What follows belongs to an exercise in optimizing a design on an open flow for small area, a short achievable clock period and few clock cycles per item; a production flow would make more cautious choices.
The RTL was checked by simulation tests, not by an equivalence proof against the original design.

===== design/flow/config.mk =====
export PLATFORM = sky130hd
export DESIGN_NAME = foc_frame
export DESIGN_NICKNAME = foc_frame
export VERILOG_FILES = /design/flow/design.v
export SDC_FILE = /design/flow/constraint.sdc
export NUM_CORES = 4
export LEC_CHECK = 0
export ABC_AREA = 1
export CAP_MARGIN = 40
export CORE_MARGIN = 2
export CORE_UTILIZATION = 45
export PLACE_DENSITY = 0.6
export SLEW_MARGIN = 30
export SYNTH_MEMORY_MAX_BITS = 16384

===== design/flow/constraint.sdc =====
create_clock -name core_clock -period 30.0 [get_ports {clk}]
set_input_delay 6.0000 -clock core_clock [delete_from_list [all_inputs] [get_ports {clk}]]
set_output_delay 6.0000 -clock core_clock [all_outputs]
set_load 0.01 [all_outputs]

===== design/flow/design.v =====
module foc_frame (
  input  wire               clk,
  input  wire               rst,           
  input  wire               start,
  output wire               ready,
  output reg                done,
  input  wire signed [15:0] i_u,
  input  wire signed [15:0] i_v,
  input  wire        [13:0] theta_meas,
  input  wire        [13:0] theta_apply,
  input  wire signed [15:0] id_ref,
  input  wire signed [15:0] iq_ref,
  input  wire        [15:0] kp_d,          
  input  wire        [15:0] ki_d,          
  input  wire        [15:0] kp_q,
  input  wire        [15:0] ki_q,
  input  wire        [15:0] kaw,           
  input  wire signed [15:0] wld,           
  input  wire signed [15:0] wlq,           
  input  wire signed [15:0] emf,           
  input  wire        [1:0]  dmode,         
  input  wire               idx_sel,       
  input  wire signed [15:0] vbus,
  input  wire        [15:0] vlim_k,        
  input  wire               lim_mode,      
  input  wire               hold,          
  input  wire               clr_state,     
  output reg  signed [15:0] id_meas,
  output reg  signed [15:0] iq_meas,
  output reg  signed [15:0] vd_out,
  output reg  signed [15:0] vq_out,
  output reg         [15:0] duty_u,
  output reg         [15:0] duty_v,
  output reg         [15:0] duty_w,
  output reg         [2:0]  sector,
  output reg                zero_vec,
  output reg                v_limited
);
  function [14:0] tq;
    input [8:0] k;
    begin
      case (k)
      9'd0: tq = 15'd0;
      9'd1: tq = 15'd201;
      9'd2: tq = 15'd402;
      9'd3: tq = 15'd603;
      9'd4: tq = 15'd804;
      9'd5: tq = 15'd1005;
      9'd6: tq = 15'd1206;
      9'd7: tq = 15'd1407;
      9'd8: tq = 15'd1608;
      9'd9: tq = 15'd1809;
      9'd10: tq = 15'd2009;
      9'd11: tq = 15'd2210;
      9'd12: tq = 15'd2410;
      9'd13: tq = 15'd2611;
      9'd14: tq = 15'd2811;
      9'd15: tq = 15'd3012;
      9'd16: tq = 15'd3212;
      9'd17: tq = 15'd3412;
      9'd18: tq = 15'd3612;
      9'd19: tq = 15'd3811;
      9'd20: tq = 15'd4011;
      9'd21: tq = 15'd4210;
      9'd22: tq = 15'd4410;
      9'd23: tq = 15'd4609;
      9'd24: tq = 15'd4808;
      9'd25: tq = 15'd5007;
      9'd26: tq = 15'd5205;
      9'd27: tq = 15'd5404;
      9'd28: tq = 15'd5602;
      9'd29: tq = 15'd5800;
      9'd30: tq = 15'd5998;
      9'd31: tq = 15'd6195;
      9'd32: tq = 15'd6393;
      9'd33: tq = 15'd6590;
      9'd34: tq = 15'd6786;
      9'd35: tq = 15'd6983;
      9'd36: tq = 15'd7179;
      9'd37: tq = 15'd7375;
      9'd38: tq = 15'd7571;
      9'd39: tq = 15'd7767;
      9'd40: tq = 15'd7962;
      9'd41: tq = 15'd8157;
      9'd42: tq = 15'd8351;
      9'd43: tq = 15'd8545;
      9'd44: tq = 15'd8739;
      9'd45: tq = 15'd8933;
      9'd46: tq = 15'd9126;
      9'd47: tq = 15'd9319;
      9'd48: tq = 15'd9512;
      9'd49: tq = 15'd9704;
      9'd50: tq = 15'd9896;
      9'd51: tq = 15'd10087;
      9'd52: tq = 15'd10278;
      9'd53: tq = 15'd10469;
      9'd54: tq = 15'd10659;
      9'd55: tq = 15'd10849;
      9'd56: tq = 15'd11039;
      9'd57: tq = 15'd11228;
      9'd58: tq = 15'd11417;
      9'd59: tq = 15'd11605;
      9'd60: tq = 15'd11793;
      9'd61: tq = 15'd11980;
      9'd62: tq = 15'd12167;
      9'd63: tq = 15'd12353;
      9'd64: tq = 15'd12539;
      9'd65: tq = 15'd12725;
      9'd66: tq = 15'd12910;
      9'd67: tq = 15'd13094;
      9'd68: tq = 15'd13279;
      9'd69: tq = 15'd13462;
      9'd70: tq = 15'd13645;
      9'd71: tq = 15'd13828;
      9'd72: tq = 15'd14010;
      9'd73: tq = 15'd14191;
      9'd74: tq = 15'd14372;
      9'd75: tq = 15'd14553;
      9'd76: tq = 15'd14732;
      9'd77: tq = 15'd14912;
      9'd78: tq = 15'd15090;
      9'd79: tq = 15'd15269;
      9'd80: tq = 15'd15446;
      9'd81: tq = 15'd15623;
      9'd82: tq = 15'd15800;
      9'd83: tq = 15'd15976;
      9'd84: tq = 15'd16151;
      9'd85: tq = 15'd16325;
      9'd86: tq = 15'd16499;
      9'd87: tq = 15'd16673;
      9'd88: tq = 15'd16846;
      9'd89: tq = 15'd17018;
      9'd90: tq = 15'd17189;
      9'd91: tq = 15'd17360;
      9'd92: tq = 15'd17530;
      9'd93: tq = 15'd17700;
      9'd94: tq = 15'd17869;
      9'd95: tq = 15'd18037;
      9'd96: tq = 15'd18204;
      9'd97: tq = 15'd18371;
      9'd98: tq = 15'd18537;
      9'd99: tq = 15'd18703;
      9'd100: tq = 15'd18868;
      9'd101: tq = 15'd19032;
      9'd102: tq = 15'd19195;
      9'd103: tq = 15'd19357;
      9'd104: tq = 15'd19519;
      9'd105: tq = 15'd19680;
      9'd106: tq = 15'd19841;
      9'd107: tq = 15'd20000;
      9'd108: tq = 15'd20159;
      9'd109: tq = 15'd20317;
      9'd110: tq = 15'd20475;
      9'd111: tq = 15'd20631;
      9'd112: tq = 15'd20787;
      9'd113: tq = 15'd20942;
      9'd114: tq = 15'd21096;
      9'd115: tq = 15'd21250;
      9'd116: tq = 15'd21403;
      9'd117: tq = 15'd21554;
      9'd118: tq = 15'd21705;
      9'd119: tq = 15'd21856;
      9'd120: tq = 15'd22005;
      9'd121: tq = 15'd22154;
      9'd122: tq = 15'd22301;
      9'd123: tq = 15'd22448;
      9'd124: tq = 15'd22594;
      9'd125: tq = 15'd22739;
      9'd126: tq = 15'd22884;
      9'd127: tq = 15'd23027;
      9'd128: tq = 15'd23170;
      9'd129: tq = 15'd23311;
      9'd130: tq = 15'd23452;
      9'd131: tq = 15'd23592;
      9'd132: tq = 15'd23731;
      9'd133: tq = 15'd23870;
      9'd134: tq = 15'd24007;
      9'd135: tq = 15'd24143;
      9'd136: tq = 15'd24279;
      9'd137: tq = 15'd24413;
      9'd138: tq = 15'd24547;
      9'd139: tq = 15'd24680;
      9'd140: tq = 15'd24811;
      9'd141: tq = 15'd24942;
      9'd142: tq = 15'd25072;
      9'd143: tq = 15'd25201;
      9'd144: tq = 15'd25329;
      9'd145: tq = 15'd25456;
      9'd146: tq = 15'd25582;
      9'd147: tq = 15'd25708;
      9'd148: tq = 15'd25832;
      9'd149: tq = 15'd25955;
      9'd150: tq = 15'd26077;
      9'd151: tq = 15'd26198;
      9'd152: tq = 15'd26319;
      9'd153: tq = 15'd26438;
      9'd154: tq = 15'd26556;
      9'd155: tq = 15'd26674;
      9'd156: tq = 15'd26790;
      9'd157: tq = 15'd26905;
      9'd158: tq = 15'd27019;
      9'd159: tq = 15'd27133;
      9'd160: tq = 15'd27245;
      9'd161: tq = 15'd27356;
      9'd162: tq = 15'd27466;
      9'd163: tq = 15'd27575;
      9'd164: tq = 15'd27683;
      9'd165: tq = 15'd27790;
      9'd166: tq = 15'd27896;
      9'd167: tq = 15'd28001;
      9'd168: tq = 15'd28105;
      9'd169: tq = 15'd28208;
      9'd170: tq = 15'd28310;
      9'd171: tq = 15'd28411;
      9'd172: tq = 15'd28510;
      9'd173: tq = 15'd28609;
      9'd174: tq = 15'd28706;
      9'd175: tq = 15'd28803;
      9'd176: tq = 15'd28898;
      9'd177: tq = 15'd28992;
      9'd178: tq = 15'd29085;
      9'd179: tq = 15'd29177;
      9'd180: tq = 15'd29268;
      9'd181: tq = 15'd29358;
      9'd182: tq = 15'd29447;
      9'd183: tq = 15'd29534;
      9'd184: tq = 15'd29621;
      9'd185: tq = 15'd29706;
      9'd186: tq = 15'd29791;
      9'd187: tq = 15'd29874;
      9'd188: tq = 15'd29956;
      9'd189: tq = 15'd30037;
      9'd190: tq = 15'd30117;
      9'd191: tq = 15'd30195;
      9'd192: tq = 15'd30273;
      9'd193: tq = 15'd30349;
      9'd194: tq = 15'd30424;
      9'd195: tq = 15'd30498;
      9'd196: tq = 15'd30571;
      9'd197: tq = 15'd30643;
      9'd198: tq = 15'd30714;
      9'd199: tq = 15'd30783;
      9'd200: tq = 15'd30852;
      9'd201: tq = 15'd30919;
      9'd202: tq = 15'd30985;
      9'd203: tq = 15'd31050;
      9'd204: tq = 15'd31113;
      9'd205: tq = 15'd31176;
      9'd206: tq = 15'd31237;
      9'd207: tq = 15'd31297;
      9'd208: tq = 15'd31356;
      9'd209: tq = 15'd31414;
      9'd210: tq = 15'd31470;
      9'd211: tq = 15'd31526;
      9'd212: tq = 15'd31580;
      9'd213: tq = 15'd31633;
      9'd214: tq = 15'd31685;
      9'd215: tq = 15'd31736;
      9'd216: tq = 15'd31785;
      9'd217: tq = 15'd31833;
      9'd218: tq = 15'd31880;
      9'd219: tq = 15'd31926;
      9'd220: tq = 15'd31971;
      9'd221: tq = 15'd32014;
      9'd222: tq = 15'd32057;
      9'd223: tq = 15'd32098;
      9'd224: tq = 15'd32137;
      9'd225: tq = 15'd32176;
      9'd226: tq = 15'd32213;
      9'd227: tq = 15'd32250;
      9'd228: tq = 15'd32285;
      9'd229: tq = 15'd32318;
      9'd230: tq = 15'd32351;
      9'd231: tq = 15'd32382;
      9'd232: tq = 15'd32412;
      9'd233: tq = 15'd32441;
      9'd234: tq = 15'd32469;
      9'd235: tq = 15'd32495;
      9'd236: tq = 15'd32521;
      9'd237: tq = 15'd32545;
      9'd238: tq = 15'd32567;
      9'd239: tq = 15'd32589;
      9'd240: tq = 15'd32609;
      9'd241: tq = 15'd32628;
      9'd242: tq = 15'd32646;
      9'd243: tq = 15'd32663;
      9'd244: tq = 15'd32678;
      9'd245: tq = 15'd32692;
      9'd246: tq = 15'd32705;
      9'd247: tq = 15'd32717;
      9'd248: tq = 15'd32728;
      9'd249: tq = 15'd32737;
      9'd250: tq = 15'd32745;
      9'd251: tq = 15'd32752;
      9'd252: tq = 15'd32757;
      9'd253: tq = 15'd32761;
      9'd254: tq = 15'd32765;
      9'd255: tq = 15'd32766;
      9'd256: tq = 15'd32767;
      default: tq = 15'd0;
      endcase
    end
  endfunction
  function [7:0] td;
    input [7:0] k;
    begin
      case (k)
      8'd0: td = 8'd201;
      8'd1: td = 8'd201;
      8'd2: td = 8'd201;
      8'd3: td = 8'd201;
      8'd4: td = 8'd201;
      8'd5: td = 8'd201;
      8'd6: td = 8'd201;
      8'd7: td = 8'd201;
      8'd8: td = 8'd201;
      8'd9: td = 8'd200;
      8'd10: td = 8'd201;
      8'd11: td = 8'd200;
      8'd12: td = 8'd201;
      8'd13: td = 8'd200;
      8'd14: td = 8'd201;
      8'd15: td = 8'd200;
      8'd16: td = 8'd200;
      8'd17: td = 8'd200;
      8'd18: td = 8'd199;
      8'd19: td = 8'd200;
      8'd20: td = 8'd199;
      8'd21: td = 8'd200;
      8'd22: td = 8'd199;
      8'd23: td = 8'd199;
      8'd24: td = 8'd199;
      8'd25: td = 8'd198;
      8'd26: td = 8'd199;
      8'd27: td = 8'd198;
      8'd28: td = 8'd198;
      8'd29: td = 8'd198;
      8'd30: td = 8'd197;
      8'd31: td = 8'd198;
      8'd32: td = 8'd197;
      8'd33: td = 8'd196;
      8'd34: td = 8'd197;
      8'd35: td = 8'd196;
      8'd36: td = 8'd196;
      8'd37: td = 8'd196;
      8'd38: td = 8'd196;
      8'd39: td = 8'd195;
      8'd40: td = 8'd195;
      8'd41: td = 8'd194;
      8'd42: td = 8'd194;
      8'd43: td = 8'd194;
      8'd44: td = 8'd194;
      8'd45: td = 8'd193;
      8'd46: td = 8'd193;
      8'd47: td = 8'd193;
      8'd48: td = 8'd192;
      8'd49: td = 8'd192;
      8'd50: td = 8'd191;
      8'd51: td = 8'd191;
      8'd52: td = 8'd191;
      8'd53: td = 8'd190;
      8'd54: td = 8'd190;
      8'd55: td = 8'd190;
      8'd56: td = 8'd189;
      8'd57: td = 8'd189;
      8'd58: td = 8'd188;
      8'd59: td = 8'd188;
      8'd60: td = 8'd187;
      8'd61: td = 8'd187;
      8'd62: td = 8'd186;
      8'd63: td = 8'd186;
      8'd64: td = 8'd186;
      8'd65: td = 8'd185;
      8'd66: td = 8'd184;
      8'd67: td = 8'd185;
      8'd68: td = 8'd183;
      8'd69: td = 8'd183;
      8'd70: td = 8'd183;
      8'd71: td = 8'd182;
      8'd72: td = 8'd181;
      8'd73: td = 8'd181;
      8'd74: td = 8'd181;
      8'd75: td = 8'd179;
      8'd76: td = 8'd180;
      8'd77: td = 8'd178;
      8'd78: td = 8'd179;
      8'd79: td = 8'd177;
      8'd80: td = 8'd177;
      8'd81: td = 8'd177;
      8'd82: td = 8'd176;
      8'd83: td = 8'd175;
      8'd84: td = 8'd174;
      8'd85: td = 8'd174;
      8'd86: td = 8'd174;
      8'd87: td = 8'd173;
      8'd88: td = 8'd172;
      8'd89: td = 8'd171;
      8'd90: td = 8'd171;
      8'd91: td = 8'd170;
      8'd92: td = 8'd170;
      8'd93: td = 8'd169;
      8'd94: td = 8'd168;
      8'd95: td = 8'd167;
      8'd96: td = 8'd167;
      8'd97: td = 8'd166;
      8'd98: td = 8'd166;
      8'd99: td = 8'd165;
      8'd100: td = 8'd164;
      8'd101: td = 8'd163;
      8'd102: td = 8'd162;
      8'd103: td = 8'd162;
      8'd104: td = 8'd161;
      8'd105: td = 8'd161;
      8'd106: td = 8'd159;
      8'd107: td = 8'd159;
      8'd108: td = 8'd158;
      8'd109: td = 8'd158;
      8'd110: td = 8'd156;
      8'd111: td = 8'd156;
      8'd112: td = 8'd155;
      8'd113: td = 8'd154;
      8'd114: td = 8'd154;
      8'd115: td = 8'd153;
      8'd116: td = 8'd151;
      8'd117: td = 8'd151;
      8'd118: td = 8'd151;
      8'd119: td = 8'd149;
      8'd120: td = 8'd149;
      8'd121: td = 8'd147;
      8'd122: td = 8'd147;
      8'd123: td = 8'd146;
      8'd124: td = 8'd145;
      8'd125: td = 8'd145;
      8'd126: td = 8'd143;
      8'd127: td = 8'd143;
      8'd128: td = 8'd141;
      8'd129: td = 8'd141;
      8'd130: td = 8'd140;
      8'd131: td = 8'd139;
      8'd132: td = 8'd139;
      8'd133: td = 8'd137;
      8'd134: td = 8'd136;
      8'd135: td = 8'd136;
      8'd136: td = 8'd134;
      8'd137: td = 8'd134;
      8'd138: td = 8'd133;
      8'd139: td = 8'd131;
      8'd140: td = 8'd131;
      8'd141: td = 8'd130;
      8'd142: td = 8'd129;
      8'd143: td = 8'd128;
      8'd144: td = 8'd127;
      8'd145: td = 8'd126;
      8'd146: td = 8'd126;
      8'd147: td = 8'd124;
      8'd148: td = 8'd123;
      8'd149: td = 8'd122;
      8'd150: td = 8'd121;
      8'd151: td = 8'd121;
      8'd152: td = 8'd119;
      8'd153: td = 8'd118;
      8'd154: td = 8'd118;
      8'd155: td = 8'd116;
      8'd156: td = 8'd115;
      8'd157: td = 8'd114;
      8'd158: td = 8'd114;
      8'd159: td = 8'd112;
      8'd160: td = 8'd111;
      8'd161: td = 8'd110;
      8'd162: td = 8'd109;
      8'd163: td = 8'd108;
      8'd164: td = 8'd107;
      8'd165: td = 8'd106;
      8'd166: td = 8'd105;
      8'd167: td = 8'd104;
      8'd168: td = 8'd103;
      8'd169: td = 8'd102;
      8'd170: td = 8'd101;
      8'd171: td = 8'd99;
      8'd172: td = 8'd99;
      8'd173: td = 8'd97;
      8'd174: td = 8'd97;
      8'd175: td = 8'd95;
      8'd176: td = 8'd94;
      8'd177: td = 8'd93;
      8'd178: td = 8'd92;
      8'd179: td = 8'd91;
      8'd180: td = 8'd90;
      8'd181: td = 8'd89;
      8'd182: td = 8'd87;
      8'd183: td = 8'd87;
      8'd184: td = 8'd85;
      8'd185: td = 8'd85;
      8'd186: td = 8'd83;
      8'd187: td = 8'd82;
      8'd188: td = 8'd81;
      8'd189: td = 8'd80;
      8'd190: td = 8'd78;
      8'd191: td = 8'd78;
      8'd192: td = 8'd76;
      8'd193: td = 8'd75;
      8'd194: td = 8'd74;
      8'd195: td = 8'd73;
      8'd196: td = 8'd72;
      8'd197: td = 8'd71;
      8'd198: td = 8'd69;
      8'd199: td = 8'd69;
      8'd200: td = 8'd67;
      8'd201: td = 8'd66;
      8'd202: td = 8'd65;
      8'd203: td = 8'd63;
      8'd204: td = 8'd63;
      8'd205: td = 8'd61;
      8'd206: td = 8'd60;
      8'd207: td = 8'd59;
      8'd208: td = 8'd58;
      8'd209: td = 8'd56;
      8'd210: td = 8'd56;
      8'd211: td = 8'd54;
      8'd212: td = 8'd53;
      8'd213: td = 8'd52;
      8'd214: td = 8'd51;
      8'd215: td = 8'd49;
      8'd216: td = 8'd48;
      8'd217: td = 8'd47;
      8'd218: td = 8'd46;
      8'd219: td = 8'd45;
      8'd220: td = 8'd43;
      8'd221: td = 8'd43;
      8'd222: td = 8'd41;
      8'd223: td = 8'd39;
      8'd224: td = 8'd39;
      8'd225: td = 8'd37;
      8'd226: td = 8'd37;
      8'd227: td = 8'd35;
      8'd228: td = 8'd33;
      8'd229: td = 8'd33;
      8'd230: td = 8'd31;
      8'd231: td = 8'd30;
      8'd232: td = 8'd29;
      8'd233: td = 8'd28;
      8'd234: td = 8'd26;
      8'd235: td = 8'd26;
      8'd236: td = 8'd24;
      8'd237: td = 8'd22;
      8'd238: td = 8'd22;
      8'd239: td = 8'd20;
      8'd240: td = 8'd19;
      8'd241: td = 8'd18;
      8'd242: td = 8'd17;
      8'd243: td = 8'd15;
      8'd244: td = 8'd14;
      8'd245: td = 8'd13;
      8'd246: td = 8'd12;
      8'd247: td = 8'd11;
      8'd248: td = 8'd9;
      8'd249: td = 8'd8;
      8'd250: td = 8'd7;
      8'd251: td = 8'd5;
      8'd252: td = 8'd4;
      8'd253: td = 8'd4;
      8'd254: td = 8'd1;
      8'd255: td = 8'd1;
      default: td = 8'd0;
      endcase
    end
  endfunction
  function [15:0] sinp;
    input [8:0] i;
    input [3:0] f;
    reg [11:0] pr;
    begin
      pr   = td(i[7:0]) * f + 12'd8;
      sinp = {1'b0, tq(i)} + {8'd0, pr[11:4]};
    end
  endfunction
  function signed [15:0] sat16;
    input signed [35:0] x;
    begin
      if (x > 36'sd32767)       sat16 = 16'sh7fff;
      else if (x < -36'sd32768) sat16 = 16'sh8000;
      else                      sat16 = x[15:0];
    end
  endfunction
  function signed [13:0] satv;                   
    input signed [35:0] x;
    begin
      if (x > 36'sd8191)       satv = 14'sd8191;
      else if (x < -36'sd8191) satv = -14'sd8191;
      else                     satv = x[13:0];
    end
  endfunction
  function [30:0] r4;
    input [30:0] st;
    input [14:0] d;
    input [16:0] d3;
    reg [16:0] x;
    reg [17:0] t1, t2, t3;
    reg [1:0]  q;
    reg [16:0] r;
    begin
      x  = {st[30:16], st[15:14]};
      t1 = {1'b0, x} - {3'b0, d};
      t2 = {1'b0, x} - {2'b0, d, 1'b0};
      t3 = {1'b0, x} - {1'b0, d3};
      if (!t3[17])      begin q = 2'd3; r = t3[16:0]; end
      else if (!t2[17]) begin q = 2'd2; r = t2[16:0]; end
      else if (!t1[17]) begin q = 2'd1; r = t1[16:0]; end
      else              begin q = 2'd0; r = x;        end
      r4 = {r[14:0], st[13:0], q};
    end
  endfunction
  function [59:0] sqs;
    input [59:0] st;
    reg [17:0] rr, tr, df;
    reg [15:0] rem;
    reg [15:0] root;
    begin
      rr = {st[59:44], st[27:26]};
      tr = {st[43:28], 2'b01};
      df = rr - tr;
      if (rr >= tr) begin rem = df[15:0]; root = {st[42:28], 1'b1}; end
      else          begin rem = rr[15:0]; root = {st[42:28], 1'b0}; end
      sqs = {rem, root, st[25:0], 2'b00};
    end
  endfunction
  localparam [3:0] S_IDLE = 4'd0,
                   S_1    = 4'd1,    
                   S_2    = 4'd2,    
                   S_3    = 4'd3,    
                   S_4    = 4'd4,    
                   S_5    = 4'd5,    
                   S_6    = 4'd6,    
                   S_7    = 4'd7,    
                   S_8    = 4'd8,    
                   S_SQ   = 4'd9,    
                   S_DV1  = 4'd10,   
                   S_DV2  = 4'd11,
                   S_DV3  = 4'd12;
  reg [3:0] state;
  reg [1:0] sq_cnt;
  assign ready = (state == S_IDLE);
  reg signed [15:0] r_iu, r_idref, r_iqref, r_wld, r_wlq, r_emf, r_vbus;
  reg        [13:0] r_thm, r_tha;
  reg               sc_sel;                      
  reg        [15:0] r_kpd, r_kid, r_kpq, r_kiq, r_kaw;
  reg               r_dmon, r_idxsel, r_limmode, r_hold, r_vbpos;
  reg signed [29:0] x_d, x_q;
  reg signed [15:0] dl_d, dl_q;
  reg signed [17:0] oa1, oa2, oa3, oa4;          
  reg signed [16:0] ob1, ob2, ob3, ob4;
  reg        [13:0] vmax;
  reg signed [17:0] e_d, e_q;
  reg signed [13:0] u_d, u_q;                    
  reg signed [20:0] dc_d, dc_q;                  
  reg signed [13:0] vd, vq;
  reg               spec_bad, pass2, lim;
  reg signed [15:0] va, vb;
  reg        [1:0]  rk_u, rk_v, rk_w;
  reg        [15:0] qv;                          
  reg        [14:0] rv;                          
  reg        [30:0] dva, dvb;                    
  reg        [14:0] dv_d;                        
  reg        [16:0] dv_d3;                       
  reg               ovf_a, ovf_b, zro_a, zro_b, mneg, s1c;      
  reg        [59:0] sqst;                        
  wire [13:0] sc_th = sc_sel ? r_thm : r_tha;
  wire [11:0] sc_p  = sc_th[11:0];
  wire [8:0]  sc_i2 = (sc_p[3:0] == 4'd0) ? (9'd256 - {1'b0, sc_p[11:4]})
                                          : (9'd255 - {1'b0, sc_p[11:4]});
  wire [3:0]  sc_f2 = 4'd0 - sc_p[3:0];
  wire [15:0] sc_sp = sinp({1'b0, sc_p[11:4]}, sc_p[3:0]);
  wire [15:0] sc_sc = sinp(sc_i2, sc_f2);
  wire [15:0] sc_a  = sc_th[12] ? sc_sc : sc_sp;
  wire [15:0] sc_b  = sc_th[12] ? sc_sp : sc_sc;
  wire signed [15:0] sc_s  = sc_th[13] ? -sc_a : sc_a;
  wire signed [15:0] sc_ns = sc_th[13] ? sc_a : -sc_a;
  wire signed [15:0] sc_c  = (sc_th[13] ^ sc_th[12]) ? -sc_b : sc_b;
  wire signed [13:0] vmx  = vmax;
  wire signed [34:0] p1 = oa1 * ob1;
  wire signed [34:0] p2 = oa2 * ob2;
  wire signed [34:0] p3 = oa3 * ob3;
  wire signed [34:0] p4 = oa4 * ob4;
  wire signed [35:0] s12 = p1 + p2 + 36'sd16384;
  wire signed [35:0] s34 = p3 + p4 + 36'sd16384;
  wire signed [20:0] rd = s12 >>> 15;
  wire signed [20:0] rq = s34 >>> 15;
  wire rd_hi = (rd > 21'sd32767), rd_lo = (rd < -21'sd32768);
  wire rq_hi = (rq > 21'sd32767), rq_lo = (rq < -21'sd32768);
  wire signed [15:0] id_n = rd_hi ? 16'sh7fff : rd_lo ? 16'sh8000 : rd[15:0];
  wire signed [15:0] iq_n = rq_hi ? 16'sh7fff : rq_lo ? 16'sh8000 : rq[15:0];
  wire signed [35:0] rfd = r_idref;
  wire signed [35:0] rfq = r_iqref;
  wire signed [35:0] edx = (rfd <<< 15) - p1 - p2 + 36'sd16383;
  wire signed [35:0] eqx = (rfq <<< 15) - p3 - p4 + 36'sd16383;
  wire signed [17:0] ed_raw = edx >>> 15;
  wire signed [17:0] eq_raw = eqx >>> 15;
  wire signed [17:0] ed_n = rd_hi ? (r_idref - 18'sd32767) : rd_lo ? (r_idref + 18'sd32768) : ed_raw;
  wire signed [17:0] eq_n = rq_hi ? (r_iqref - 18'sd32767) : rq_lo ? (r_iqref + 18'sd32768) : eq_raw;
  wire signed [25:0] ua_dn = ((p1 + 35'sd128) >>> 8) + ((x_d + 30'sd32768) >>> 16);
  wire signed [25:0] ua_qn = ((p2 + 35'sd128) >>> 8) + ((x_q + 30'sd32768) >>> 16);
  wire signed [20:0] dc_dn = r_dmon ? ((p3 + 35'sd2048) >>> 12) : 21'sd0;
  wire signed [20:0] dc_qn = r_dmon ? (((p4 + 35'sd2048) >>> 12) + r_emf) : 21'sd0;
  wire signed [13:0] xr_d  = (x_d + 30'sd32768) >>> 16;
  wire signed [13:0] xr_q  = (x_q + 30'sd32768) >>> 16;
  wire signed [13:0] wd_n  = p1[21:8] + {13'd0, p1[7]} + xr_d
                             - (r_dmon ? p3[25:12] : 14'd0) - {13'd0, r_dmon & p3[11]};
  wire signed [13:0] wq_n  = p2[21:8] + {13'd0, p2[7]} + xr_q
                             + (r_dmon ? p4[25:12] : 14'd0) + {13'd0, r_dmon & p4[11]} + r_emf[13:0];
  wire signed [13:0] vd_n = satv(u_d - dc_d);
  wire signed [13:0] vq_n = satv(u_q + dc_q);
  wire signed [13:0] vdc  = (vd > vmx) ? vmx : (vd < -vmx) ? -vmx : vd;
  wire signed [26:0] ndq1 = p1[26] ? -p1[26:0] : p1[26:0];    
  wire signed [26:0] ndq2 = p2[26] ? -p2[26:0] : p2[26:0];    
  wire signed [35:0] lim_x = p1 + p2 - p3;
  wire signed [31:0] vbx  = vb;
  wire signed [31:0] t_m  = (vbx <<< 15) - (vbx <<< 12) - (vbx <<< 8) - (vbx <<< 5)
                            - (vbx <<< 2) - (vbx <<< 1) + 32'sd16384;
  wire signed [16:0] t    = t_m >>> 15;
  wire signed [16:0] t1   = t - 17'sd1;
  wire signed [16:0] h    = va >>> 1;
  wire signed [16:0] vU   = va;
  wire signed [16:0] vV   = t - h;
  wire signed [16:0] vW   = -h - t;
  wire signed [17:0] g    = va + h;
  wire signed [17:0] ng   = -g;
  wire signed [17:0] dUV  = g - t;               
  wire signed [17:0] dUW  = g + t;               
  wire signed [17:0] dUVm = g + ~t;              
  wire signed [17:0] dUWm = g + t - 18'sd1;      
  wire geUV = ~dUV[17];
  wire geUW = ~dUW[17];
  wire geVW = ~t[16];
  wire [1:0] rku = {1'b0, geUV} + {1'b0, geUW};
  wire [1:0] rkv = {1'b0, ~geUV} + {1'b0, geVW};
  wire [1:0] rkw = {1'b0, ~geUW} + {1'b0, ~geVW};
  reg  [2:0] sec_n;
  always @* begin
    if ((t > 0) || (t == 0 && va >= 0)) begin
      if (g > t)        sec_n = 3'd1;
      else if (t > ng)  sec_n = 3'd2;
      else              sec_n = 3'd3;
    end else begin
      if (g < t)        sec_n = 3'd4;
      else if (t < ng)  sec_n = 3'd5;
      else              sec_n = 3'd6;
    end
  end
  wire mxU = (rku == 2'd2), mxV = (rkv == 2'd2);
  wire mnU = (rku == 2'd0), mnV = (rkv == 2'd0);
  wire mdU = (rku == 2'd1), mdV = (rkv == 2'd1);
  wire signed [17:0] hia_w = mxU ? (mnV ? dUVm : dUWm)
                           : mxV ? (mnU ? ~dUV : {t1, 1'b1})
                           :       (mnU ? ~dUW : {~t, 1'b1});
  wire signed [16:0] hia_n = hia_w >>> 1;                                       
  wire signed [18:0] xc    = -(h + (h <<< 1)) - $signed({18'd0, va[0]});        
  wire signed [18:0] xu    = va + (va <<< 1) - $signed({18'd0, va[0]});         
  wire signed [18:0] xup   = xu + 19'sd1;
  wire signed [18:0] xum   = xu - 19'sd1;
  wire signed [18:0] xvp   = t + (t <<< 1) + xc + 19'sd1;
  wire signed [18:0] xvm   = t + (t <<< 1) + xc - 19'sd1;
  wire signed [18:0] xwp   = xc - t - (t <<< 1) + 19'sd1;
  wire signed [18:0] xwm   = xc - t - (t <<< 1) - 19'sd1;
  wire signed [16:0] hbu   = xup[18] ? (~xup >>> 1) : (xum >>> 1);
  wire signed [16:0] hbv   = xvp[18] ? (~xvp >>> 1) : (xvm >>> 1);
  wire signed [16:0] hbw   = xwp[18] ? (~xwp >>> 1) : (xwm >>> 1);
  wire               mng_n = mdU ? xup[18] : mdV ? xvp[18] : xwp[18];             
  wire signed [16:0] hib_n = mdU ? hbu : mdV ? hbv : hbw;                        
  wire               s1_n  = mdU ? ~xum[0] : mdV ? ~xvm[0] : ~xwm[0];
  wire               za  = hia_n[16];                                           
  wire               zbz = ~mng_n & hib_n[16];                                  
  wire [30:0] dia = dva;
  wire [30:0] dib = dvb;
  wire [30:0] da1 = r4(dia, dv_d, dv_d3);
  wire [30:0] da2 = r4(da1, dv_d, dv_d3);
  wire [30:0] da3 = r4(da2, dv_d, dv_d3);
  wire [30:0] db1 = r4(dib, dv_d, dv_d3);
  wire [30:0] db2 = r4(db1, dv_d, dv_d3);
  wire [30:0] db3 = r4(db2, dv_d, dv_d3);
  wire [15:0] qmax = da2[15:0];
  wire [14:0] rmax = da2[30:16];
  wire [15:0] qmid = db2[15:0];
  wire        [16:0] kmin = s1c ? 17'd32768 + {1'b0, qv} : 17'd32768;
  wire signed [17:0] dmin_a = $signed({1'b0, kmin}) + $signed({2'b11, ~qmax}) + 18'sd1;
  wire signed [17:0] dmin_b = $signed({1'b0, kmin}) + $signed({2'b11, ~qmax}) + 18'sd2;
  wire               dmin_c = s1c & (rmax < rv);
  wire               dmin_z = dmin_c ? (dmin_b <= 18'sd0) : (dmin_a <= 18'sd0);
  wire [15:0] dmax = (ovf_a || qmax >= 16'd32767) ? 16'd65535 : {1'b1, qmax[14:0]};
  wire [15:0] dmin = (ovf_a || dmin_z) ? 16'd0 : dmin_c ? dmin_b[15:0] : dmin_a[15:0];
  wire [15:0] dmax_f = zro_a ? 16'd32768 : dmax;
  wire [15:0] dmin_f = zro_a ? 16'd32768 : dmin;
  wire [15:0] dmid_f = zro_b ? 16'd32768 : dmid;
  wire [15:0] dmid = mneg ? ((ovf_b || qmid >= 16'd32768) ? 16'd0 : 16'd32768 - qmid)
                          : ((ovf_b || qmid >= 16'd32767) ? 16'd65535 : {1'b1, qmid[14:0]});
  wire [59:0] sq1 = sqs(sqst);
  wire [59:0] sq2 = sqs(sq1);
  wire [59:0] sq3 = sqs(sq2);
  wire [59:0] sq4 = sqs(sq3);
  wire [13:0] sq_r  = sq2[41:28];                
  localparam signed [36:0] XLIM = 37'sd536805376;    
  wire signed [36:0] xs_dn = x_d + p1 + p3;
  wire signed [36:0] xs_qn = x_q + p2 + p4;
  wire signed [29:0] xn_d = (xs_dn > XLIM) ? XLIM[29:0] : (xs_dn < -XLIM) ? -XLIM[29:0] : xs_dn[29:0];
  wire signed [29:0] xn_q = (xs_qn > XLIM) ? XLIM[29:0] : (xs_qn < -XLIM) ? -XLIM[29:0] : xs_qn[29:0];
  wire signed [35:0] ib_m = (p1 + 35'sd16384) >>> 15;
  wire signed [15:0] ib_n = sat16(ib_m);
  wire signed [13:0] vq_lim = (vq == 14'sd0) ? 14'sd0 : vq[13] ? -$signed({1'b0, sq_r[12:0]}) : $signed({1'b0, sq_r[12:0]});
  wire signed [13:0] vdl_n  = vd[13] ? -$signed(da2[13:0]) : $signed(da2[13:0]);
  wire signed [13:0] vql_n  = vq[13] ? -$signed(db2[13:0]) : $signed(db2[13:0]);
  always @(posedge clk) begin
    case (state)
      S_IDLE: begin
        oa1 <= i_u + 2 * i_v; ob1 <= 17'sd18919;
        oa2 <= vbus;          ob2 <= {1'b0, vlim_k};
      end
      S_1: begin
        oa1 <= r_iu; ob1 <= sc_c;
        oa2 <= ib_n; ob2 <= sc_s;
        oa3 <= ib_n; ob3 <= sc_c;
        oa4 <= r_iu; ob4 <= sc_ns;
      end
      S_2: begin
        oa1 <= ed_n; ob1 <= {1'b0, r_kpd};
        oa2 <= eq_n; ob2 <= {1'b0, r_kpq};
        oa3 <= r_idxsel ? iq_n : r_iqref; ob3 <= r_wlq;
        oa4 <= r_idxsel ? id_n : r_idref; ob4 <= r_wld;
      end
      S_3: begin
        oa1 <= wd_n; ob1 <= sc_c;
        oa2 <= wq_n; ob2 <= sc_ns;
        oa3 <= wd_n; ob3 <= sc_s;
        oa4 <= wq_n; ob4 <= sc_c;
      end
      S_4: begin
        oa1 <= vd_n; ob1 <= vd_n;
        oa2 <= vq_n; ob2 <= vq_n;
        oa3 <= vmx;  ob3 <= vmx;
      end
      S_5: begin
        if (!pass2 && spec_bad) begin
          oa1 <= vd; ob1 <= sc_c;
          oa2 <= vq; ob2 <= sc_ns;
          oa3 <= vd; ob3 <= sc_s;
          oa4 <= vq; ob4 <= sc_c;
        end else begin
          oa1 <= e_d;  ob1 <= {1'b0, r_kid};
          oa2 <= e_q;  ob2 <= {1'b0, r_kiq};
          oa3 <= dl_d; ob3 <= {1'b0, r_kaw};
          oa4 <= dl_q; ob4 <= {1'b0, r_kaw};
        end
      end
      S_SQ: begin
        if (sq_cnt != 2'd3) begin
          oa1 <= vd; ob1 <= vmx;
          oa2 <= vq; ob2 <= vmx;
        end else begin
          oa1 <= vdc;    ob1 <= sc_c;
          oa2 <= vq_lim; ob2 <= sc_ns;
          oa3 <= vdc;    ob3 <= sc_s;
          oa4 <= vq_lim; ob4 <= sc_c;
        end
      end
      S_DV3: begin
        oa1 <= vdl_n; ob1 <= sc_c;
        oa2 <= vql_n; ob2 <= sc_ns;
        oa3 <= vdl_n; ob3 <= sc_s;
        oa4 <= vql_n; ob4 <= sc_c;
      end
      default: ;
    endcase
  end
  wire signed [35:0] vm_m = p2 >>> 16;
  always @(posedge clk) begin
    if (rst) begin
      state <= S_IDLE;
      done  <= 1'b0;
      x_d   <= 30'sd0;
      x_q   <= 30'sd0;
      dl_d  <= 16'sd0;
      dl_q  <= 16'sd0;
    end else begin
      done <= 1'b0;
      case (state)
        S_IDLE: begin
          if (start) begin
            r_iu      <= i_u;
            r_thm     <= theta_meas;
            sc_sel    <= 1'b1;
            r_tha     <= theta_apply;
            r_idref   <= id_ref;
            r_iqref   <= iq_ref;
            r_kpd     <= kp_d;
            r_kid     <= ki_d;
            r_kpq     <= kp_q;
            r_kiq     <= ki_q;
            r_kaw     <= kaw;
            r_wld     <= wld;
            r_wlq     <= wlq;
            r_emf     <= dmode[1] ? emf : 16'sd0;
            r_dmon    <= (dmode != 2'd0);
            r_idxsel  <= idx_sel;
            r_vbus    <= vbus;
            dva       <= {15'd0, 16'hffff};        
            dv_d      <= vbus[14:0];
            dv_d3     <= {1'b0, vbus} + {vbus, 1'b0};
            r_vbpos   <= (vbus > 16'sd0);
            r_limmode <= lim_mode;
            r_hold    <= hold;
            if (clr_state) begin
              x_d  <= 30'sd0;
              x_q  <= 30'sd0;
              dl_d <= 16'sd0;
              dl_q <= 16'sd0;
            end
            pass2 <= 1'b0;
            state <= S_1;
          end
        end
        S_1: begin
          sc_sel <= 1'b0;
          vmax <= r_vbpos ? satv(vm_m) : 14'd0;
          dva  <= da3;
          state <= S_2;
        end
        S_2: begin
          id_meas <= id_n;
          iq_meas <= iq_n;
          e_d  <= ed_n;
          e_q  <= eq_n;
          dva <= da3;
          state <= S_3;
        end
        S_3: begin
          u_d  <= satv(ua_dn);
          u_q  <= satv(ua_qn);
          dc_d <= dc_dn;
          dc_q <= dc_qn;
          qv   <= da2[15:0];
          rv   <= da2[30:16];
          state <= S_4;
        end
        S_4: begin
          vd  <= vd_n;
          vq  <= vq_n;
          spec_bad <= (vd_n != oa1[13:0]) || (vq_n != oa2[13:0]);
          va <= s12 >>> 15;
          vb <= s34 >>> 15;
          state <= S_5;
        end
        S_5: begin
          rk_u  <= rku;
          rk_v  <= rkv;
          rk_w  <= rkw;
          dva   <= {hia_n[14:0], ~hia_n[15:0]};
          dvb   <= {hib_n[14:0], ~hib_n[15:0]};
          zro_a <= za;
          zro_b <= zbz;
          mneg  <= mng_n;
          s1c   <= s1_n;
          sector <= r_vbpos ? sec_n : 3'd0;
          if (pass2) begin
            state <= S_6;
          end else begin
            sq_cnt <= 2'd0;
            sqst   <= {16'd0, 16'd0, 1'd0, r_limmode ? (p1[26:0] + p2[26:0]) : (p3 > p1) ? (p3[26:0] - p1[26:0]) : 27'd0};
            vd_out <= vd;
            vq_out <= vq;
            lim    <= (lim_x > 36'sd0);
            if (lim_x > 36'sd0) begin
              state  <= S_SQ;
            end else begin
              if (spec_bad) begin
                pass2 <= 1'b1;
                state <= S_4;
              end else begin
                state <= S_6;
              end
            end
          end
        end
        S_SQ: begin
          sqst   <= sq4;
          sq_cnt <= sq_cnt + 2'd1;
          if (sq_cnt == 2'd3) begin
            pass2 <= 1'b1;
            if (!r_limmode) begin
              vd_out <= vdc;
              vq_out <= vq_lim;
              state  <= S_4;
            end else begin
              dv_d  <= {1'b0, sq_r};
              dv_d3 <= {3'b0, sq_r} + {2'b0, sq_r, 1'b0};
              dva   <= {5'd0, ndq1[25:16], ndq1[15:0]};
              dvb   <= {5'd0, ndq2[25:16], ndq2[15:0]};
              state <= S_DV1;
            end
          end
        end
        S_DV1: begin
          dva   <= da3;
          dvb   <= db3;
          state <= S_DV2;
        end
        S_DV2: begin
          dva   <= da3;
          dvb   <= db3;
          state <= S_DV3;
        end
        S_DV3: begin
          vd_out <= vdl_n;
          vq_out <= vql_n;
          dv_d   <= r_vbus[14:0];
          dv_d3  <= {2'b0, r_vbus[14:0]} + {1'b0, r_vbus[14:0], 1'b0};
          state  <= S_4;
        end
        S_6: begin
          dva   <= da3;
          dvb   <= db3;
          ovf_a <= (dva[30:16] >= dv_d);
          ovf_b <= (dvb[30:16] >= dv_d);
          v_limited <= lim;
          if (r_hold) begin
            dl_d <= 16'sd0;
            dl_q <= 16'sd0;
          end else begin
            x_d  <= xn_d;
            x_q  <= xn_q;
            dl_d <= vd_out - vd;
            dl_q <= vq_out - vq;
          end
          state <= S_7;
        end
        S_7: begin
          dva   <= da3;
          dvb   <= db3;
          state <= S_8;
        end
        S_8: begin
          zero_vec <= ~r_vbpos;
          if (!r_vbpos) begin
            duty_u <= 16'd32768;
            duty_v <= 16'd32768;
            duty_w <= 16'd32768;
          end else begin
            duty_u <= (rk_u == 2'd2) ? dmax_f : (rk_u == 2'd1) ? dmid_f : dmin_f;
            duty_v <= (rk_v == 2'd2) ? dmax_f : (rk_v == 2'd1) ? dmid_f : dmin_f;
            duty_w <= (rk_w == 2'd2) ? dmax_f : (rk_w == 2'd1) ? dmid_f : dmin_f;
          end
          done  <= 1'b1;
          state <= S_IDLE;
        end
        default: state <= S_IDLE;
      endcase
    end
  end
endmodule

===== design/flow/run.sh =====
#!/bin/bash
# synth_recipe.tcl (not shown) runs the flow's synth.tcl, then flattens the netlist and writes it again
# the make line also repeats each setting of config.mk as NAME=value (left out here)
make -C /OpenROAD-flow-scripts/flow DESIGN_CONFIG=/design/flow/config.mk WORK_HOME=/design/flow/orfs CLKGATE_MAP_FILE= SYNTH_SCRIPT=/design/flow/synth_recipe.tcl finish

==> flow_metrics.env, run 1 <==
export IMPL_start_kind="flop"
export IMPL_yosysMostFrequentCell="nand2_1"
export IMPL_synth_area_um2=172000
export IMPL_num_rows=226
export IMPL_cp_end_kind="flop"
export IMPL_synth_cell_types=89
export IMPL_fmax_ghz=0.0789
export IMPL_stdcell_count=29400
export IMPL_area_delta_synth_final_pct=9.81
export IMPL_wl_per_cell_um=28.7
export IMPL_die_y_um=622
export IMPL_drt_iter0_markers=23700
export IMPL_ys_warn_count=1
export IMPL_path_clk_slew_ps=60
export IMPL_drc=0
export IMPL_synth_fa_ha_area_share_pct=30.4
export IMPL_cp_top_family="simple AND/OR/NAND/NOR gates"
export IMPL_dp_hpwl_mm=698
export IMPL_die_area_um2=387000
export IMPL_min_path_cells=2
export IMPL_cp_max_fo=18
export IMPL_rr_endpoint="ob4[11]"
export IMPL_hp_class="reg2reg"
export IMPL_insertion_delay_ps=930
export IMPL_cts_root_buf="clkbuf_16"
export IMPL_worst_path_most_repeated_cell="inv_1"
export IMPL_arrival_ps=13300
export IMPL_grt_pass1_wl_mm=1180
export IMPL_crit_required_ps=30620
export IMPL_place_inst=29100
export IMPL_r2r_setup_slack_ps=17320
export IMPL_worst_pin_slew_ps=1100
export IMPL_synth_xor_area_share_pct=5.30
export IMPL_synth_cells=24000
export IMPL_grt_antenna_before_repair=64
export IMPL_setup_viol=0
export IMPL_drt_pass1_iterations=10
export IMPL_r2r_start="sc_sel"
export IMPL_ys_top_cells_by_count="nand2_1, inv_1, a21oi_1"
export IMPL_rsz0062_at_grt="false"
export IMPL_synth_seq_cells=952
export IMPL_synthTopCellsByArea="fa_1, edfxtp_1, ha_1, nand2_1, inv_1"
export IMPL_coreArea_um2=379000
export IMPL_place_gp_congestion=1.15
export IMPL_crit_type="reg2reg"
export IMPL_grt_overflow=0
export IMPL_stdcell_area_um2=189000
export IMPL_ys_flop_type="edfxtp_1"
export IMPL_final_min_clock_period_ps=12680
export IMPL_port_buffers=379
export IMPL_tns_ps=0
export IMPL_ctsResizeCount=0
export IMPL_status="finished clean"
export IMPL_die_w_um=622
export IMPL_vias=175000
export IMPL_yosysTopAreaCell="fa_1"
export IMPL_numCtsBuffers=139
export IMPL_path_buf_inv=11
export IMPL_slew_viol_final=0
export IMPL_synth_simple_area_share_pct=22.6
export IMPL_ys_seq_area_share_pct=16.1
export IMPL_synth_compound_area_share_pct=14.0
export IMPL_relSlewSlack_pct=26.4
export IMPL_synth_nets=27500
export IMPL_clk_path_buf_depth=4
export IMPL_fillerInstances=38500
export IMPL_viasPerCell=5.93
export IMPL_start_util_pct=45.3
export IMPL_grt_use_total_pct=42.5
export IMPL_avgSynthCellArea_um2=7.17
export IMPL_period_share_pct=42.3
export IMPL_grt_start_max_net_pins=75
export IMPL_postCtsSetupRepairBufs=0
export IMPL_postCtsHoldBufs=0
export IMPL_async_flop_share_pct=0
export IMPL_synth_edf_count=855
export IMPL_synth_top_area_share_pct=17.5
export IMPL_hold_viol_final=0
export IMPL_holdPathEnd="x_d[14]"
export IMPL_synth_top_family_by_area="adder cells"
export IMPL_finalNetCount=27800
export IMPL_max_stage_delay_ps=660
export IMPL_worst_r2r_cell_count=52
export IMPL_dpl_cell_area_um2=184000
export IMPL_synthMuxAreaShare_pct=0.0175
export IMPL_drt_total_wl_mm=845
export IMPL_htree_levels=4
export IMPL_ant_nets=0
export IMPL_setup_slack_ps=17320
export IMPL_cts_sinks=952
export IMPL_slowest_stage="o21ai_0"
export IMPL_drive_gt1_share_pct=4.94
export IMPL_finClkSkew_ps=86.0
export IMPL_place_ws_ps=17860
export IMPL_hp_start="x_d[14]"
export IMPL_tritoncts="done"
export IMPL_grt_pass1_vias=163000
export IMPL_maxCapViolations=0
export IMPL_num_io_pins=380
[routing by layer]
metal,share of wire (%),track usage [%]
met5,0.017,0
met4,9.5,32.5
met3,11,9.88
met2,41,61.3
met1,39,54.9
[tightest hold or removal path: stages, from the launching register on]
cell	delay [ps]
dfxtp_1	300
nand2_1	60
a21oi_1	50
[state kept, by name, summed over array words and instances (netlist names), 18 cells and up]
| name | flops |
|---|---|
| sqst | 60 |
| dva | 31 |
| dvb | 31 |
| x_d | 30 |
| x_q | 30 |
| dc_d | 21 |
| dc_q | 21 |
| e_d | 18 |
| e_q | 18 |
| oa1 | 18 |
| oa2 | 18 |
[layout by cell type, fill, tap and decap left out, types with 39 or more instances in the layout]
master	count
fa_1	1501
o21ai_0	1271
inv_2	41
and2_1	47
xor2_1	691
diode_2	39
a31oi_1	138
a221oi_1	43
o31ai_1	49
nand3_1	1219
dfxtp_1	97
o211ai_1	176
nand4_1	316
nand2_2	79
nand3b_1	45
nand2_1	5372
nor3_1	271
o21a_1	69
ha_1	1768
buf_4	428
a211oi_1	75
o22ai_1	53
o221ai_1	51
nor4_1	80
nor2_1	1515
a21boi_0	41
clkbuf_16	142
inv_1	4448
a21o_1	69
o21bai_1	108
o21ai_1	92
a21oi_1	1768
o2111ai_1	40
edfxtp_1	855
or2_2	153
xnor2_1	300
clkdlybuf4s50_1	377
[logic make-up after synthesis]
family,Yosys count
and+or+nand+nor,9231
muxes,3
AOI/OAI and AO/OA,4214
adders and majority gates,3269
buffers and inverters,5261
xor gates and xnor gates,1036
DFF,952
[through the flow]
stage,hold slack [ps],utilization [%]
after floorplan,400,-
after global placement,453,48.0
after detailed placement,455,48.4
after CTS,464,49.6
after global routing,476,49.7
final,463,49.7
[final cells by class]
type                    count  area [um^2]  share of cell area [%]
well taps                5016         6280                    3.33
clock inverters            83          892                   0.473
inverters                4509        16900                    8.98
clock buffers             165         3650                    1.94
diodes                     39         97.6                  0.0518
flip-flops and latches    952        27600                    14.6
multi-input cells       17800       125000                    66.2
repair buffers            914         8340                    4.42
[how the worst max path moves through the flow]
| stage | slack (ps) | end | startpoint | cells past startpoint |
|---|---|---|---|---|
| final | 17320 | ob4[11] | sc_sel | 52 |
| after detailed placement | 17860 | ob1[11] | sc_sel | 51 |
| after global routing | 16870 | ob1[11] | sc_sel | 50 |
| after global placement | 17330 | ob1[11] | sc_sel | 52 |
| after CTS | 17790 | ob1[11] | sc_sel | 51 |
| after floorplan | 13680 | r_dmon | rst | 2 |
Testbench counts, summed over its fixed seeds: cycles 31,776, frames 3,200.
==> run 2: changes to the inputs <==
--- a/design/flow/config.mk
+++ b/design/flow/config.mk
@@ -8,7 +8,7 @@
 export ABC_AREA = 1
 export CAP_MARGIN = 40
 export CORE_MARGIN = 2
-export CORE_UTILIZATION = 45
-export PLACE_DENSITY = 0.6
+export CORE_UTILIZATION = 40
+export PLACE_DENSITY = 0.52
 export SLEW_MARGIN = 30
 export SYNTH_MEMORY_MAX_BITS = 16384
==> run 2 against run 1 <==
  * Non-clock buffer count increased by 44
  * Wire length rose by 4.3%
  * Still clean
  * Utilization decreased by 5.2 points
  * Highest routed layer unchanged
  * Final cell count is 2.5% higher
  * First-iteration DRC count shrank 9.1%
  * Setup slack improved by 440 ps
  * Die area rose by 12%
  * Cell area is 0.72% higher
  * Critical path type unchanged
  * Critical path depth shrank 1
==> flow_metrics.env, run 2 <==
export IMPL_synth_cells=24000
export IMPL_finalNetCount=27800
export IMPL_arrival_ps=12840
export IMPL_largestRegisters="sqst (60), dva (31), dvb (31)"
export IMPL_place_gp_congestion=1.10
export IMPL_r2r_start="sc_sel"
export IMPL_setup_slack_ps=17760
export IMPL_max_stage_delay_ps=640
export IMPL_postCtsHoldBufs=0
export IMPL_num_io_pins=380
export IMPL_drt_iter0_markers=21600
export IMPL_postCtsSetupRepairBufs=0
export IMPL_drt_total_wl_mm=881
export IMPL_synth_edf_count=855
export IMPL_final_cell_mix="nand2_1, inv_1, ha_1"
export IMPL_synth_cell_types=89
export IMPL_grt_pass1_vias=163000
export IMPL_drive_gt1_share_pct=5.11
export IMPL_tns_ps=0
export IMPL_path_clk_slew_ps=60
export IMPL_vias=172000
export IMPL_synth_area_um2=172000
export IMPL_area_delta_synth_final_pct=10.6
export IMPL_grt_start_max_net_pins=74
export IMPL_htree_levels=4
export IMPL_status="finished clean"
export IMPL_cp_end_kind="flop"
export IMPL_grt_antenna_before_repair=74
export IMPL_crit_required_ps=30600
export IMPL_tritoncts="done"
export IMPL_final_min_clock_period_ps=12240
export IMPL_cts_sinks=952
export IMPL_drt_pass1_iterations=7
export IMPL_period_share_pct=40.8
export IMPL_multi_input_area_um2=125000
export IMPL_setup_viol=0
export IMPL_critPathLaunch="sc_sel"
export IMPL_start_kind="flop"
export IMPL_yosysMostFrequentCell="nand2_1"
export IMPL_worst_r2r_cell_count=51
export IMPL_ys_top_cells_by_count="nand2_1, inv_1, a21oi_1"
export IMPL_die_w_um=659
export IMPL_regMostFlops="sqst"
export IMPL_crit_type="reg2reg"
export IMPL_fillerInstances=44600
export IMPL_fmax_ghz=0.0817
export IMPL_ys_warn_count=1
export IMPL_cts_root_buf="clkbuf_16"
export IMPL_synthTopCellsByArea="fa_1, edfxtp_1, ha_1, nand2_1, inv_1"
export IMPL_synth_seq_cells=952
export IMPL_grt_use_total_pct=39.6
export IMPL_cp_max_fo=23
export IMPL_hold_viol_final=0
export IMPL_dp_hpwl_mm=734
export IMPL_clk_path_buf_depth=4
export IMPL_synth_nets=27500
export IMPL_holdPathEnd="x_q[2]"
export IMPL_place_ws_ps=18000
export IMPL_ys_flop_type="edfxtp_1"
export IMPL_ant_nets=0
export IMPL_final_common_cell="nand2_1"
export IMPL_synth_top_area_share_pct=17.5
export IMPL_grt_pass1_wl_mm=1230
export IMPL_ys_seq_area_share_pct=16.1
export IMPL_rr_endpoint="ob1[11]"
export IMPL_async_flop_share_pct=0
export IMPL_die_area_um2=435000
export IMPL_worst_pin_slew_ps=1060
export IMPL_grt_overflow=0
export IMPL_rsz0062_at_grt="false"
export IMPL_hold_ws_ps=464
export IMPL_avgSynthCellArea_um2=7.17
export IMPL_start_util_pct=40.2
export IMPL_finClkSkew_ps=86.7
export IMPL_r2r_setup_slack_ps=17760
export IMPL_seq_area_um2=27600
export IMPL_viasPerCell=5.72
export IMPL_min_path_cells=2
export IMPL_slew_viol_final=0
export IMPL_coreArea_um2=427000
export IMPL_slowest_stage="o21ai_0"
export IMPL_ctsResizeCount=0
export IMPL_hp_class="reg2reg"
export IMPL_numCtsBuffers=139
export IMPL_port_buffers=379
export IMPL_die_y_um=659
export IMPL_maxCapViolations=0
export IMPL_hp_start="x_q[2]"
export IMPL_num_rows=240
export IMPL_drc=0
export IMPL_yosysTopAreaCell="fa_1"
export IMPL_wl_per_cell_um=29.2
export IMPL_insertion_delay_ps=920
export IMPL_worst_path_most_repeated_cell="inv_1"
export IMPL_relSlewSlack_pct=29.0
export IMPL_largest_reg_flops=60
==> run 2: cell counts after synthesis <==
No cell type changed its count.
==> run 2: worst max-delay path by stage <==
stage                          to  cells past startpoint  slack (ps)
after CTS                 ob1[11]                     51       17950
after floorplan            r_dmon                      2       13680
after global placement    ob1[11]                     51       18060
after global routing      ob1[11]                     51       17040
after detailed placement  ob1[11]                     51       18000
final                     ob1[11]                     51       17760
==> run 2: kinds of logic (layout without fill, tap and decap cells) <==
group                    count (synthesis)  after routing  share of synthesized area [%]
flip-flops                             952            952                           16.1
AO/OA/AOI/OAI                         4214           4214                           14.0
AND/OR/NAND/NOR                       9231           9231                           22.6
XOR/XNOR                              1036           1036                           5.30
other                                    0             51                              0
adder cells (fa/ha/maj)               3269           3269                           30.4
buffers and inverters                 5261           5714                           11.7
multiplexers                             3              3                         0.0175
==> run 2: metal layers <==
| layer | track usage, % | up-vias | wire length, um |
|---|---|---|---|
| met5 | 0 | - | 230 |
| met4 | 27.2 | 34 | 74500 |
| met3 | 8.23 | 1988 | 84400 |
| met2 | 58.8 | 8753 | 368000 |
| met1 | 51.5 | 83500 | 354000 |
| li1 | - | 78100 | - |
==> run 2: layout make-up <==
class                   count  area share (%)
clock buffers             165            1.91
well taps                5687            3.75
multi-input cells       17800            65.7
flip-flops and latches    952            14.5
clock inverters            82           0.484
inverters                4509            8.91
diodes                     51          0.0672
repair buffers            958            4.61
==> run 2: per-stage QoR <==
stage	cells	util [%]	area [um^2]
6_report	30200	44.4	190000
5_1_grt	30100	44.4	190000
4_1_cts	30100	44.3	189000
3_5_place_dp	29800	43.3	185000
3_3_place_gp	29700	42.9	183000
2_1_floorplan	24000	-	172000
==> run 2: worst max-delay path: cells and delay by family (launching register included) <==
kind                       cells  cell delay, ps
and+or+nand+nor               19            3470
AOI/OAI and AO/OA             13            2980
adders and majority gates      7            2600
buffers and inverters         10            1840
xor gates and xnor gates       2             720
DFF                            1             320

-- static timing again, ports no longer ideal --
In the flow no input, the clock included, has a driving cell. The finished layouts below were timed again as built, in two steps. Step 1 sets driving cells, clkbuf_16 on the clock port and buf_2 on the other inputs (assumed; they add their load-dependent delay and slew). Step 2 moves the port delays by t, midway between the first and last clock arrival at a register: inputs arrive t later, outputs are due t later. That takes back most of the time a late clock gives input paths. Slacks: no drivers / after step 1 / after step 2; pairs: no drivers / after step 1.
| run | shift t [ns] | setup WS [ns] | worst slew at a driven data input, ns | pins driven straight from the clock port |
|---|---|---|---|---|
| run 1 | 1.014 | 17.321 / 17.321 / 17.321 | 0.16 | 1 |
| run 2 | 1.006 | 17.758 / 17.758 / 17.758 | 0.19 | 1 |
After both steps every run listed still meets setup and hold.
